Background: an optimization exercise with open tools, aiming at small area, a short achievable clock period and few clock cycles. Do not read the settings as production practice. The RTL was checked by simulation tests, not by an equivalence proof against the original design.

alpha:
## dec_unit
module dec_unit (
    input  wire         clk,
    input  wire         rst,         
    input  wire         in_valid,
    output wire         in_ready,
    input  wire [2:0]   op,          
    input  wire [2:0]   size,        
    input  wire [2:0]   dmode,       
    input  wire [4:0]   digits,      
    input  wire [127:0] a,           
    input  wire [127:0] m,           
    output reg          out_valid,
    output reg  [127:0] result,
    output reg  [127:0] breakage,
    output reg          flag_n,
    output reg          flag_z,
    output reg          flag_c,
    output reg          flag_v,
    output reg          dov,
    output reg          ddata
);
export LEC_CHECK = 0
export ABC_AREA = 1
export CAP_MARGIN = 20
export CORE_MARGIN = 2
export CORE_UTILIZATION = 40
export PLACE_DENSITY = 0.6
export SLEW_MARGIN = 20
create_clock -name core_clock -period 80.0 [get_ports {clk}]
standard.sh (not shown) runs the stock make flow with config.mk's settings and CLKGATE_MAP_FILE= SYNTH_SCRIPT=/design/flow/synth_recipe.tcl, a recipe that flattens the netlist after the stock synthesis.
==> flow/flow/run.sh <==
#!/bin/bash
# The standard layout (the standard.sh, unchanged synthesis and steps), with
# one change: the port buffers that global placement inserts on every input and
# output are sky130_fd_sc_hd__buf_2 cells instead of the delay buffers
# (clkdlybuf4s50_1) that buffer_ports picks by default. The make output goes to
# standard.log; each ORFS step writes its own log under orfs/logs/.
set -euo pipefail
export BUFFER_PORTS_ARGS="-buffer_cell sky130_fd_sc_hd__buf_2"
bash standard.sh > standard.log 2>&1
The flow for alpha finished, though final verification flagged capacitance limit.
Testbench counts of alpha, summed over its fixed seeds: cycles 6,381.
Input changes introduced in beta (baseline for comparison: alpha):
- CAP_MARGIN: 20 -> 30
- SLEW_MARGIN: 20 -> 30
==> comparison <==
- beta has completed all stages; timing, DRC and antenna checks passed.
- Comparing beta against alpha, there is no change at all in area of the mapped netlist.
- On placed standard-cell area, beta tracks alpha almost exactly.
- Sum of routed wire length over all layers delta (beta -> alpha): insignificant
- Taking alpha as the reference, in beta overall via count from detail_route went up 316; fraction of final layout cells with drive strength greater than 1 went up 0.30 points.

========
== lane 1 ==
Another version of the RTL of dec_unit (not shown whole).
Size: ~13,000 cells after synthesis, roughly 540 I/O pins, roughly 82,000 µm² of cells after synthesis.
clock: 80.0 ns
lec_check: 0
abc_area: 1
cap_margin: 20
core_margin: 2
core_utilization: 40
place_density: 0.6
slew_margin: 20
Scripts as last shown in full above: flow/flow/run.sh
No crash in lane 1: every stage finished, but the layout fails its final checks due to capacitance limit, slew limit.
Testbench counts of lane 1, summed over its fixed seeds: cycles 5,902.
What lane 3 does differently from lane 1 at the input level:
# lane 1
export LEC_CHECK = 0
export ABC_AREA = 1
export CAP_MARGIN = 20
export CORE_MARGIN = 2
export CORE_UTILIZATION = 40
export PLACE_DENSITY = 0.6
export SLEW_MARGIN = 20
create_clock -name core_clock -period 80.0 [get_ports {clk}]
# lane 3
export LEC_CHECK = 0
export ABC_AREA = 1
export CAP_MARGIN = 30
export CORE_MARGIN = 2
export CORE_UTILIZATION = 40
export PLACE_DENSITY = 0.6
export SLEW_MARGIN = 30
create_clock -name core_clock -period 80.0 [get_ports {clk}]
==> flow/flow/run.sh <==
#!/bin/bash
# The standard layout (the standard.sh, unchanged synthesis and steps), with
# one change: the port buffers that global placement inserts on every input and
# output are sky130_fd_sc_hd__buf_1 cells instead of the delay buffers
# (clkdlybuf4s50_1) that buffer_ports picks by default. The make output goes to
# standard.log; each ORFS step writes its own log under orfs/logs/.
set -euo pipefail
export BUFFER_PORTS_ARGS="-buffer_cell sky130_fd_sc_hd__buf_1"
bash standard.sh > standard.log 2>&1
## What came out
Lane 3: PASS, flow complete, no timing, DRC or antenna violations
Detailed placer's ending HPWL ended up about 2.4% lower on lane 3 than on lane 1.
Per the comparison of lane 3 with lane 1, number of cells traversed by the worst register-to-register path shows a reduction of 7.6%, fraction of area in multi-input gates higher, total number of placement rows has remained practically unchanged.

========
Setup of rev 12:
dec_unit again, from the RTL that the note above started with.
// dec_unit
module dec_unit (
    input  wire         clk,
    input  wire         rst,         
    input  wire         in_valid,
    output wire         in_ready,
    input  wire [2:0]   op,          
    input  wire [2:0]   size,        
    input  wire [2:0]   dmode,       
    input  wire [4:0]   digits,      
    input  wire [127:0] a,           
    input  wire [127:0] m,           
    output reg          out_valid,
    output reg  [127:0] result,
    output reg  [127:0] breakage,
    output reg          flag_n,
    output reg          flag_z,
    output reg          flag_c,
    output reg          flag_v,
    output reg          dov,
    output reg          ddata
);
    localparam OP_DAD  = 3'd0, OP_DSB  = 3'd1, OP_DMUL = 3'd2, OP_DRND = 3'd3,
               OP_DCMP = 3'd4, OP_DVAL = 3'd5, OP_DCVB = 3'd6, OP_BCVD = 3'd7;
    function [3:0] m5;
        input [3:0] d;
        begin
            m5[3] = d[3] | (d[2] & (d[1] | d[0]));
            m5[2] = (d[2] & ~d[1] & ~d[0]) | (d[3] & d[0]);
            m5[1] = (d[1] & d[0]) | (d[1] & ~d[2]) | (d[3] & ~d[0]);
            m5[0] = (d[0] & ~d[2] & ~d[3]) | (d[2] & d[1] & ~d[0]) | (d[3] & ~d[0]);
        end
    endfunction
    function [159:0] bcd_add;    
  ...
export LEC_CHECK = 0
export ABC_AREA = 1
export CAP_MARGIN = 30
export CORE_MARGIN = 2
export CORE_UTILIZATION = 60
export PLACE_DENSITY = 0.72
export SLEW_MARGIN = 30
create_clock -name core_clock -period 80.0 [get_ports {clk}]
==> flow/flow/run.sh <==
#!/bin/bash
# The standard layout (the standard.sh, unchanged synthesis and steps), with
# one change: the port buffers that global placement inserts on every input and
# output are sky130_fd_sc_hd__buf_2 cells instead of the delay buffers
# (clkdlybuf4s50_1) that buffer_ports picks by default. The make output goes to
# standard.log; each ORFS step writes its own log under orfs/logs/.
set -euo pipefail
export BUFFER_PORTS_ARGS="-buffer_cell sky130_fd_sc_hd__buf_2"
bash standard.sh > standard.log 2>&1
Testbench counts of rev 12, summed over its fixed seeds: cycles 5,902.
For rev 13, these inputs were changed with respect to rev 12:
Settings: a change of PLACE_DENSITY from 0.72 to 0.6; a change of CORE_UTILIZATION from 60 to 40.
--- outcome ---
- Diff rev 13 and rev 12: wire length on met3 higher in rev 12
- On rev 13: worst path arrival time is 0.56 ns lower than what rev 12 gave.
- Antenna diode instance count, rev 13 vs rev 12: down by more than a quarter

## afterwards: timing with drivers on the ports
Ports are ideal in the flow. The routed layouts listed here were re-timed in OpenROAD. Step 1: set_driving_cell puts a clkbuf_16 on clk and a buf_2 on each other input, an assumption about the parent block. Step 2, shift: input delay + t, output delay - t, t = (earliest + latest rising clock arrival at the registers) / 2. This alone moves slack from input paths to output paths. Three values: ideal, step 1, step 2; two values: the first two.
| run | shift t [ns] | setup slack, ns | worst slew at a driven data input, ns |
|---|---|---|---|
| alpha | 0.865 | 62.193 / 62.093 / 62.407 | 0.06 |
| beta | 0.873 | 62.189 / 62.083 / 62.427 | 0.06 |
| lane 1 | 0.869 | 61.700 / 61.782 / 60.913 | 0.05 |
| lane 3 | 0.871 | 61.420 / 61.492 / 60.621 | 0.06 |
| rev 12 | 0.847 | 61.274 / 61.274 / 61.034 | 0.08 |
| rev 13 | 0.887 | 61.918 / 61.970 / 61.115 | 0.06 |
For rev 13, which loses most, drivers alone change the setup slack by +0.052 ns; drivers and shift together by -0.803 ns.
